What follows belongs to an exercise in optimizing a design on an open flow for small area, a short achievable clock period and few clock cycles per item; a production flow would make more cautious choices. At most, simulation tests tie the RTL to the original design; equivalence was not proved.

==> nickel <==
Design aes_pipe, start of the top module:
module aes_pipe (
    input  wire         clk,
    input  wire         rst,         
    input  wire         in_valid,
    output wire         in_ready,
    input  wire         in_key256,   
    input  wire [255:0] in_key,
    input  wire [127:0] in_block,
    output reg          out_valid,
    output reg  [127:0] out_block
);
clock: 8.0 ns
lec_check: 0
cap_margin: 20
core_margin: 2
core_utilization: 60
cts_buf_list: sky130_fd_sc_hd__clkbuf_16
cts_cluster_diameter: 60
cts_cluster_size: 30
place_density: 0.72
setup_slack_margin: 5
slew_margin: 20
synth_hierarchical: 1
standard.sh (not shown) runs the stock make flow with config.mk's settings and CLKGATE_MAP_FILE= SYNTH_SCRIPT=/design/flow/synth_recipe.tcl, a recipe that flattens the netlist after the stock synthesis.
==> flow/flow/run.sh <==
#!/bin/bash
# The standard layout (the standard.sh, unchanged synthesis and steps),
# with one change: the buffer that buffer_ports puts on every input and
# output port is a plain buf_2 instead of the delay cell it picks by itself.
set -euo pipefail
export BUFFER_PORTS_ARGS="-buffer_cell sky130_fd_sc_hd__buf_2"
bash standard.sh > standard.log 2>&1
==> tundra: changes against nickel <==
--- a/flow/design.v
+++ b/flow/design.v
@@ -145,18 +145,18 @@
     aes_g_xnor2 g_S7 (.a(L6), .b(L23), .y(S7));
     assign y = {S0, S1, S2, S3, S4, S5, S6, S7};
 endmodule
 module aes_sbox_a (
     input  wire [7:0] a,
-    output wire [11:0] c
+    output wire [14:0] c
 );
     wire U0, U1, U2, U3, U4, U5, U6, U7;
     wire T1, T2, T3, T4, T5, T6, T7, T8, T9, T10, T11, T12;
     wire T13, T14, T15, T16, T17, T18, T19, T20, T21, T22, T23, T24;
     wire T25, T26, T27, M1, M2, M3, M4, M5, M6, M7, M8, M9;
     wire M10, M11, M12, M13, M14, M15, M16, M17, M18, M19, M20, M21;
-    wire M22;
+    wire M22, M23, M25, M27, M34;
     assign {U0, U1, U2, U3, U4, U5, U6, U7} = a;
     aes_g_xor2 g_T1 (.a(U0), .b(U3), .y(T1));
     aes_g_xor2 g_T2 (.a(U0), .b(U5), .y(T2));
     aes_g_xor2 g_T3 (.a(U0), .b(U6), .y(T3));
     aes_g_xor2 g_T4 (.a(U3), .b(U5), .y(T4));
@@ -203,51 +203,64 @@
     aes_g_xnor2 g_M18 (.a(M8), .b(M7), .y(M18));
     aes_g_xor2 g_M19 (.a(M10), .b(M15), .y(M19));
     aes_g_xor2 g_M20 (.a(M16), .b(M13), .y(M20));
     aes_g_xor2 g_M21 (.a(M17), .b(M15), .y(M21));
     aes_g_xor2 g_M22 (.a(M18), .b(M13), .y(M22));
-    assign c = {M19, M20, M21, M22, U7, T1, T2, T3, T16, T27, T17, T25};
+    aes_g_xor2 g_M23 (.a(M19), .b(T25), .y(M23));
+    aes_g_and2 g_M25 (.a(M22), .b(M20), .y(M25));
+    aes_g_xor2 g_M27 (.a(M20), .b(M21), .y(M27));
+    aes_g_and2 g_M34 (.a(M21), .b(M22), .y(M34));
+    assign c = {M20, M21, M22, M23, M25, M27, M34, U0, U1, U2, U3, U4, U5, U6, U7};
 endmodule
 module aes_sbox_b (
-    input  wire [11:0] c,
+    input  wire [14:0] c,
     output wire [7:0] y
 );
-    wire M19, M20, M21, M22, U7, T1, T2, T3, T16, T27, T17, T25;
-    wire T4, T13, T15, T6, T9, T10, T20, T8, T19, T22, T23, M23;
-    wire M24, M25, M26, M27, M28, M29, M30, M31, M32, M33, M34, M35;
-    wire M36, M37, M38, M39, M40, M41, M42, M43, M44, M45, M46, M47;
-    wire M48, M49, M50, M51, M52, M53, M54, M55, M56, M57, M58, M59;
-    wire M60, M61, M62, M63, L0, L1, L2, L3, L4, L5, L6, L7;
-    wire L8, L9, L10, L11, L12, L13, L14, L15, L16, L17, L18, L19;
-    wire L20, L21, L22, L23, L24, L25, L26, L27, L28, L29;
+    wire M20, M21, M22, M23, M25, M27, M34, U0, U1, U2, U3, U4, U5, U6, U7;
+    wire T1, T2, T3, T4, T5, T6, T7, T8, T9, T10, T11, T12;
+    wire T13, T15, T16, T17, T18, T19, T20, T21, T22, T23, T27, M24;
+    wire M26, M28, M29, M30, M31, M32, M33, M35, M36, M37, M38, M39;
+    wire M40, M41, M42, M43, M44, M45, M46, M47, M48, M49, M50, M51;
+    wire M52, M53, M54, M55, M56, M57, M58, M59, M60, M61, M62, M63;
+    wire L0, L1, L2, L3, L4, L5, L6, L7, L8, L9, L10, L11;
+    wire L12, L13, L14, L15, L16, L17, L18, L19, L20, L21, L22, L23;
+    wire L24, L25, L26, L27, L28, L29;
     wire S0, S1, S2, S3, S4, S5, S6, S7;
-    assign {M19, M20, M21, M22, U7, T1, T2, T3, T16, T27, T17, T25} = c;
-    aes_g_xor2 g_T4 (.a(T1), .b(T2), .y(T4));
-    aes_g_xor2 g_T13 (.a(T3), .b(T4), .y(T13));
-    aes_g_xor2 g_T15 (.a(U7), .b(T17), .y(T15));
-    aes_g_xor2 g_T6 (.a(T16), .b(T27), .y(T6));
-    aes_g_xor2 g_T9 (.a(T16), .b(T17), .y(T9));
-    aes_g_xor2 g_T10 (.a(T27), .b(T15), .y(T10));
-    aes_g_xor2 g_T20 (.a(T17), .b(T25), .y(T20));
+    assign {M20, M21, M22, M23, M25, M27, M34, U0, U1, U2, U3, U4, U5, U6, U7} = c;
+    aes_g_xor2 g_T1 (.a(U0), .b(U3), .y(T1));
+    aes_g_xor2 g_T2 (.a(U0), .b(U5), .y(T2));
+    aes_g_xor2 g_T3 (.a(U0), .b(U6), .y(T3));
+    aes_g_xor2 g_T4 (.a(U3), .b(U5), .y(T4));
+    aes_g_xor2 g_T5 (.a(U4), .b(U6), .y(T5));
+    aes_g_xor2 g_T6 (.a(T1), .b(T5), .y(T6));
+    aes_g_xor2 g_T7 (.a(U1), .b(U2), .y(T7));
     aes_g_xor2 g_T8 (.a(U7), .b(T6), .y(T8));
-    aes_g_xor2 g_T19 (.a(T1), .b(T20), .y(T19));
-    aes_g_xor2 g_T22 (.a(T3), .b(T20), .y(T22));
+    aes_g_xor2 g_T9 (.a(U7), .b(T7), .y(T9));
+    aes_g_xor2 g_T10 (.a(T6), .b(T7), .y(T10));
+    aes_g_xor2 g_T11 (.a(U1), .b(U5), .y(T11));
+    aes_g_xor2 g_T12 (.a(U2), .b(U5), .y(T12));
+    aes_g_xor2 g_T13 (.a(T3), .b(T4), .y(T13));
+    aes_g_xor2 g_T15 (.a(T5), .b(T11), .y(T15));
+    aes_g_xor2 g_T16 (.a(T5), .b(T12), .y(T16));
+    aes_g_xor2 g_T17 (.a(T9), .b(T16), .y(T17));
+    aes_g_xor2 g_T18 (.a(U3), .b(U7), .y(T18));
+    aes_g_xor2 g_T19 (.a(T7), .b(T18), .y(T19));
+    aes_g_xor2 g_T20 (.a(T1), .b(T19), .y(T20));
+    aes_g_xor2 g_T21 (.a(U6), .b(U7), .y(T21));
+    aes_g_xor2 g_T22 (.a(T7), .b(T21), .y(T22));
     aes_g_xor2 g_T23 (.a(T2), .b(T22), .y(T23));
-    aes_g_xor2 g_M23 (.a(M19), .b(T25), .y(M23));
+    aes_g_xor2 g_T27 (.a(T1), .b(T12), .y(T27));
     aes_g_xor2 g_M24 (.a(M22), .b(M23), .y(M24));
-    aes_g_nand2 g_M25 (.a(M22), .b(M20), .y(M25));
-    aes_g_xnor2 g_M26 (.a(M21), .b(M25), .y(M26));
-    aes_g_xor2 g_M27 (.a(M20), .b(M21), .y(M27));
-    aes_g_xnor2 g_M28 (.a(M23), .b(M25), .y(M28));
+    aes_g_xor2 g_M26 (.a(M21), .b(M25), .y(M26));
+    aes_g_xor2 g_M28 (.a(M23), .b(M25), .y(M28));
     aes_g_nand2 g_M29 (.a(M28), .b(M27), .y(M29));
     aes_g_nand2 g_M30 (.a(M26), .b(M24), .y(M30));
     aes_g_and2 g_M31 (.a(M20), .b(M23), .y(M31));
     aes_g_nand2 g_M32 (.a(M27), .b(M31), .y(M32));
-    aes_g_xnor2 g_M33 (.a(M27), .b(M25), .y(M33));
-    aes_g_and2 g_M34 (.a(M21), .b(M22), .y(M34));
+    aes_g_xor2 g_M33 (.a(M27), .b(M25), .y(M33));
     aes_g_nand2 g_M35 (.a(M24), .b(M34), .y(M35));
-    aes_g_xnor2 g_M36 (.a(M24), .b(M25), .y(M36));
+    aes_g_xor2 g_M36 (.a(M24), .b(M25), .y(M36));
     aes_g_xnor2 g_M37 (.a(M21), .b(M29), .y(M37));
     aes_g_xnor2 g_M38 (.a(M32), .b(M33), .y(M38));
     aes_g_xnor2 g_M39 (.a(M23), .b(M30), .y(M39));
     aes_g_xnor2 g_M40 (.a(M35), .b(M36), .y(M40));
     aes_g_xor2 g_M41 (.a(M38), .b(M40), .y(M41));
@@ -357,11 +370,11 @@
     input  wire [255:0] in_key,
     input  wire [127:0] in_block,
     output reg          out_valid,
     output reg  [127:0] out_block
 );
-    localparam integer CW = 12;      
+    localparam integer CW = 15;      
     reg [127:0]      s0;             
     reg [127:0]      ka0, kb0;
     reg              v0, w0;         
     reg [3:0]        r0;             
     reg [16*CW-1:0]  m1;
@@ -369,12 +382,10 @@
     reg [127:0]      ka1, kb1;
     reg              v1, w1;
     reg [3:0]        r1;
     reg [127:0]      sub2;
     reg [31:0]       t2;             
-    reg              rot2;           
-    reg [7:0]        rcon2;          
     reg [127:0]      ka2, kb2;
     reg              v2, w2;
     reg [3:0]        r2;
     reg  load;
     wire last1  = w1 ? (r1 == 4'd14) : (r1 == 4'd10);
@@ -429,38 +440,13 @@
         end
         for (gi = 0; gi < 4; gi = gi + 1) begin : g_ksb
             aes_sbox_b u_sb (.c(km1[CW*gi +: CW]), .y(t_b[8*gi +: 8]));
         end
     endgenerate
-    reg [7:0] rcon_b;
-    always @(*) begin
-        case ({w1, r1})
-            5'h01: rcon_b = 8'h01;
-            5'h02: rcon_b = 8'h02;
-            5'h03: rcon_b = 8'h04;
-            5'h04: rcon_b = 8'h08;
-            5'h05: rcon_b = 8'h10;
-            5'h06: rcon_b = 8'h20;
-            5'h07: rcon_b = 8'h40;
-            5'h08: rcon_b = 8'h80;
-            5'h09: rcon_b = 8'h1b;
-            5'h0a: rcon_b = 8'h36;
-            5'h11: rcon_b = 8'h01;
-            5'h13: rcon_b = 8'h02;
-            5'h15: rcon_b = 8'h04;
-            5'h17: rcon_b = 8'h08;
-            5'h19: rcon_b = 8'h10;
-            5'h1b: rcon_b = 8'h20;
-            5'h1d: rcon_b = 8'h40;
-            default: rcon_b = 8'h00;
-        endcase
-    end
     always @(posedge clk) begin
-        sub2  <= sub_b;
-        t2    <= t_b;
-        rot2  <= !w1 || r1[0];
-        rcon2 <= rcon_b;
+        sub2 <= sub_b;
+        t2   <= t_b;
         ka2  <= ka1;
         kb2  <= kb1;
         w2   <= w1;
         r2   <= r1;
     end
@@ -475,11 +461,35 @@
     generate
         for (gi = 0; gi < 4; gi = gi + 1) begin : g_mc
             aes_mixcol u_mc (.a(sr[32*gi +: 32]), .y(mc[32*gi +: 32]));
         end
     endgenerate
-    wire [31:0]  t_w = (rot2 ? {t2[23:0], t2[31:24]} : t2) ^ {rcon2, 24'h0};
+    wire rot = !w2 || r2[0];
+    reg [7:0] rcon;
+    always @(*) begin
+        case ({w2, r2})
+            5'h01: rcon = 8'h01;
+            5'h02: rcon = 8'h02;
+            5'h03: rcon = 8'h04;
+            5'h04: rcon = 8'h08;
+            5'h05: rcon = 8'h10;
+            5'h06: rcon = 8'h20;
+            5'h07: rcon = 8'h40;
+            5'h08: rcon = 8'h80;
+            5'h09: rcon = 8'h1b;
+            5'h0a: rcon = 8'h36;
+            5'h11: rcon = 8'h01;
+            5'h13: rcon = 8'h02;
+            5'h15: rcon = 8'h04;
+            5'h17: rcon = 8'h08;
+            5'h19: rcon = 8'h10;
+            5'h1b: rcon = 8'h20;
+            5'h1d: rcon = 8'h40;
+            default: rcon = 8'h00;
+        endcase
+    end
+    wire [31:0]  t_w = (rot ? {t2[23:0], t2[31:24]} : t2) ^ {rcon, 24'h0};
     wire [31:0]  p0  = kb2[127:96];
     wire [31:0]  p1  = kb2[127:96] ^ kb2[95:64];
     wire [31:0]  p2  = p1 ^ kb2[63:32];
     wire [31:0]  p3  = p1 ^ (kb2[63:32] ^ kb2[31:0]);
     wire [127:0] nk  = {p0 ^ t_w, p1 ^ t_w, p2 ^ t_w, p3 ^ t_w};
==> flow/run.sh (new file) <==
#!/bin/bash
# synth_recipe.tcl (not shown) runs the flow's synth.tcl, then flattens the netlist and writes it again
# the make line also repeats each setting of config.mk as NAME=value (left out here)
make -C /OpenROAD-flow-scripts/flow DESIGN_CONFIG=/design/flow/config.mk WORK_HOME=/design/flow/orfs CLKGATE_MAP_FILE= SYNTH_SCRIPT=/design/flow/synth_recipe.tcl finish
- CORE_UTILIZATION: 60 -> 40
- CTS_BUF_LIST: sky130_fd_sc_hd__clkbuf_16 -> not set
- CTS_CLUSTER_DIAMETER: 60 -> not set
- CTS_CLUSTER_SIZE: 30 -> not set
- PLACE_DENSITY: 0.72 -> 0.5
- SETUP_SLACK_MARGIN: 5 -> not set
removed: flow/flow/run.sh
removed: flow/standard.sh
==> fjord: changes against nickel <==
--- a/flow/design.v
+++ b/flow/design.v
@@ -145,18 +145,18 @@
     aes_g_xnor2 g_S7 (.a(L6), .b(L23), .y(S7));
     assign y = {S0, S1, S2, S3, S4, S5, S6, S7};
 endmodule
 module aes_sbox_a (
     input  wire [7:0] a,
-    output wire [11:0] c
+    output wire [14:0] c
 );
     wire U0, U1, U2, U3, U4, U5, U6, U7;
     wire T1, T2, T3, T4, T5, T6, T7, T8, T9, T10, T11, T12;
     wire T13, T14, T15, T16, T17, T18, T19, T20, T21, T22, T23, T24;
     wire T25, T26, T27, M1, M2, M3, M4, M5, M6, M7, M8, M9;
     wire M10, M11, M12, M13, M14, M15, M16, M17, M18, M19, M20, M21;
-    wire M22;
+    wire M22, M23, M25, M27, M34;
     assign {U0, U1, U2, U3, U4, U5, U6, U7} = a;
     aes_g_xor2 g_T1 (.a(U0), .b(U3), .y(T1));
     aes_g_xor2 g_T2 (.a(U0), .b(U5), .y(T2));
     aes_g_xor2 g_T3 (.a(U0), .b(U6), .y(T3));
     aes_g_xor2 g_T4 (.a(U3), .b(U5), .y(T4));
@@ -203,51 +203,51 @@
     aes_g_xnor2 g_M18 (.a(M8), .b(M7), .y(M18));
     aes_g_xor2 g_M19 (.a(M10), .b(M15), .y(M19));
     aes_g_xor2 g_M20 (.a(M16), .b(M13), .y(M20));
     aes_g_xor2 g_M21 (.a(M17), .b(M15), .y(M21));
     aes_g_xor2 g_M22 (.a(M18), .b(M13), .y(M22));
-    assign c = {M19, M20, M21, M22, U7, T1, T2, T3, T16, T27, T17, T25};
+    aes_g_xor2 g_M23 (.a(M19), .b(T25), .y(M23));
+    aes_g_and2 g_M25 (.a(M22), .b(M20), .y(M25));
+    aes_g_xor2 g_M27 (.a(M20), .b(M21), .y(M27));
+    aes_g_and2 g_M34 (.a(M21), .b(M22), .y(M34));
+    assign c = {M20, M21, M22, M23, M25, M27, M34, U7, T1, T2, T3, T15, T16, T22, T27};
 endmodule
 module aes_sbox_b (
-    input  wire [11:0] c,
+    input  wire [14:0] c,
     output wire [7:0] y
 );
-    wire M19, M20, M21, M22, U7, T1, T2, T3, T16, T27, T17, T25;
-    wire T4, T13, T15, T6, T9, T10, T20, T8, T19, T22, T23, M23;
-    wire M24, M25, M26, M27, M28, M29, M30, M31, M32, M33, M34, M35;
-    wire M36, M37, M38, M39, M40, M41, M42, M43, M44, M45, M46, M47;
-    wire M48, M49, M50, M51, M52, M53, M54, M55, M56, M57, M58, M59;
-    wire M60, M61, M62, M63, L0, L1, L2, L3, L4, L5, L6, L7;
-    wire L8, L9, L10, L11, L12, L13, L14, L15, L16, L17, L18, L19;
-    wire L20, L21, L22, L23, L24, L25, L26, L27, L28, L29;
+    wire M20, M21, M22, M23, M25, M27, M34, U7, T1, T2, T3, T15;
+    wire T16, T22, T27;
+    wire T4, T13, T6, T10, T17, T20, T23, T8, T19, T9, M24, M26;
+    wire M28, M29, M30, M31, M32, M33, M35, M36, M37, M38, M39, M40;
+    wire M41, M42, M43, M44, M45, M46, M47, M48, M49, M50, M51, M52;
+    wire M53, M54, M55, M56, M57, M58, M59, M60, M61, M62, M63, L0;
+    wire L1, L2, L3, L4, L5, L6, L7, L8, L9, L10, L11, L12;
+    wire L13, L14, L15, L16, L17, L18, L19, L20, L21, L22, L23, L24;
+    wire L25, L26, L27, L28, L29;
     wire S0, S1, S2, S3, S4, S5, S6, S7;
-    assign {M19, M20, M21, M22, U7, T1, T2, T3, T16, T27, T17, T25} = c;
+    assign {M20, M21, M22, M23, M25, M27, M34, U7, T1, T2, T3, T15, T16, T22, T27} = c;
     aes_g_xor2 g_T4 (.a(T1), .b(T2), .y(T4));
     aes_g_xor2 g_T13 (.a(T3), .b(T4), .y(T13));
-    aes_g_xor2 g_T15 (.a(U7), .b(T17), .y(T15));
     aes_g_xor2 g_T6 (.a(T16), .b(T27), .y(T6));
-    aes_g_xor2 g_T9 (.a(T16), .b(T17), .y(T9));
-    aes_g_xor2 g_T10 (.a(T27), .b(T15), .y(T10));
-    aes_g_xor2 g_T20 (.a(T17), .b(T25), .y(T20));
+    aes_g_xor2 g_T10 (.a(T15), .b(T27), .y(T10));
+    aes_g_xor2 g_T17 (.a(U7), .b(T15), .y(T17));
+    aes_g_xor2 g_T20 (.a(T3), .b(T22), .y(T20));
+    aes_g_xor2 g_T23 (.a(T2), .b(T22), .y(T23));
     aes_g_xor2 g_T8 (.a(U7), .b(T6), .y(T8));
     aes_g_xor2 g_T19 (.a(T1), .b(T20), .y(T19));
-    aes_g_xor2 g_T22 (.a(T3), .b(T20), .y(T22));
-    aes_g_xor2 g_T23 (.a(T2), .b(T22), .y(T23));
-    aes_g_xor2 g_M23 (.a(M19), .b(T25), .y(M23));
+    aes_g_xor2 g_T9 (.a(T16), .b(T17), .y(T9));
     aes_g_xor2 g_M24 (.a(M22), .b(M23), .y(M24));
-    aes_g_nand2 g_M25 (.a(M22), .b(M20), .y(M25));
-    aes_g_xnor2 g_M26 (.a(M21), .b(M25), .y(M26));
-    aes_g_xor2 g_M27 (.a(M20), .b(M21), .y(M27));
-    aes_g_xnor2 g_M28 (.a(M23), .b(M25), .y(M28));
+    aes_g_xor2 g_M26 (.a(M21), .b(M25), .y(M26));
+    aes_g_xor2 g_M28 (.a(M23), .b(M25), .y(M28));
     aes_g_nand2 g_M29 (.a(M28), .b(M27), .y(M29));
     aes_g_nand2 g_M30 (.a(M26), .b(M24), .y(M30));
     aes_g_and2 g_M31 (.a(M20), .b(M23), .y(M31));
     aes_g_nand2 g_M32 (.a(M27), .b(M31), .y(M32));
-    aes_g_xnor2 g_M33 (.a(M27), .b(M25), .y(M33));
-    aes_g_and2 g_M34 (.a(M21), .b(M22), .y(M34));
+    aes_g_xor2 g_M33 (.a(M27), .b(M25), .y(M33));
     aes_g_nand2 g_M35 (.a(M24), .b(M34), .y(M35));
-    aes_g_xnor2 g_M36 (.a(M24), .b(M25), .y(M36));
+    aes_g_xor2 g_M36 (.a(M24), .b(M25), .y(M36));
     aes_g_xnor2 g_M37 (.a(M21), .b(M29), .y(M37));
     aes_g_xnor2 g_M38 (.a(M32), .b(M33), .y(M38));
     aes_g_xnor2 g_M39 (.a(M23), .b(M30), .y(M39));
     aes_g_xnor2 g_M40 (.a(M35), .b(M36), .y(M40));
     aes_g_xor2 g_M41 (.a(M38), .b(M40), .y(M41));
@@ -357,11 +357,11 @@
     input  wire [255:0] in_key,
     input  wire [127:0] in_block,
     output reg          out_valid,
     output reg  [127:0] out_block
 );
-    localparam integer CW = 12;      
+    localparam integer CW = 15;      
     reg [127:0]      s0;             
     reg [127:0]      ka0, kb0;
     reg              v0, w0;         
     reg [3:0]        r0;             
     reg [16*CW-1:0]  m1;
==> flow/flow/run.sh (replaced) <==
#!/bin/bash
# The standard layout (the standard.sh: unchanged synthesis and steps),
# with these changes in how the layout is made:
#  - buffer_ports puts a plain buf_2 on every input and output port instead
#    of the delay cell it picks by itself;
#  - timing repair aims 5.15 ns below the clock period (it stops once the
#    paths meet that), so it sizes the design for a shorter achieved period;
#  - the clock tree's upper half is routed with double-width, double-spacing
#    wires, and no dummy loads are added to it.
# The clock period and constraints are the design's, unchanged.
set -euo pipefail
export BUFFER_PORTS_ARGS="-buffer_cell sky130_fd_sc_hd__buf_2"
export SETUP_SLACK_MARGIN=5.15
export CTS_ARGS="-sink_clustering_enable -repair_clock_nets -sink_clustering_size 30 -sink_clustering_max_diameter 60 -buf_list sky130_fd_sc_hd__clkbuf_16 -apply_ndr half -dont_use_dummy_load"
bash standard.sh > standard.log 2>&1
- CORE_UTILIZATION: 60 -> 68
- PLACE_DENSITY: 0.72 -> 0.78
- SETUP_SLACK_MARGIN: 5 -> not set
==> results.txt <==
tundra went through all stages and came out clean. fjord passed the timing, design-rule and antenna checks. nickel passed the timing, design-rule and antenna checks. Register-to-register slack: fjord > nickel > tundra. Core utilization, lowest first: tundra, nickel, fjord. Against fjord, the count of clock-buffer cells in the layout of tundra is higher by 131. The lowest worst setup slack belongs to tundra, the highest to fjord. Die area, lowest first: fjord, nickel, tundra. Of nickel and tundra, tundra has the higher sequential cell count (gap 59). Against tundra, the synthesized cell count of nickel is lower by 7.2%.
Testbench counts of fjord, summed over its fixed seeds: cycles 15,907, items 1,280.
Only the layout flow was run in nickel and tundra; the RTL was not checked for function there.

re-timing with driven ports:
The results above use ideal ports. As a check the final layouts listed here were re-extracted and re-timed, cells and wires unchanged. Step 1 assumes that a clkbuf_16 drives the clock port and a buf_2 every other input. Step 2 times the ports against the registers' clock, not the clock port: input delays grow and output delays shrink by t, the midpoint of the rising clock arrivals with the driver on. Three values: no drivers, after step 1, after step 2; two values: the first two.
run	t, ns	slack for setup (ns)	worst setup path after step 2	slew at the worst register clock pin (ns)	worst slew at a driven data input, ns
nickel	0.792	5.033 / 4.972 / 5.033	register to register	0.11 / 0.11	0.13
tundra	0.860	3.956 / 3.872 / 4.639	register to register	0.07 / 0.07	0.15
fjord	0.758	5.086 / 5.086 / 5.021	input to register	0.11 / 0.11	0.13
After both steps every run listed still meets setup and hold. The setup slack of fjord, which loses most, moves by 0.000 ns with the drivers and by -0.065 ns with both steps.
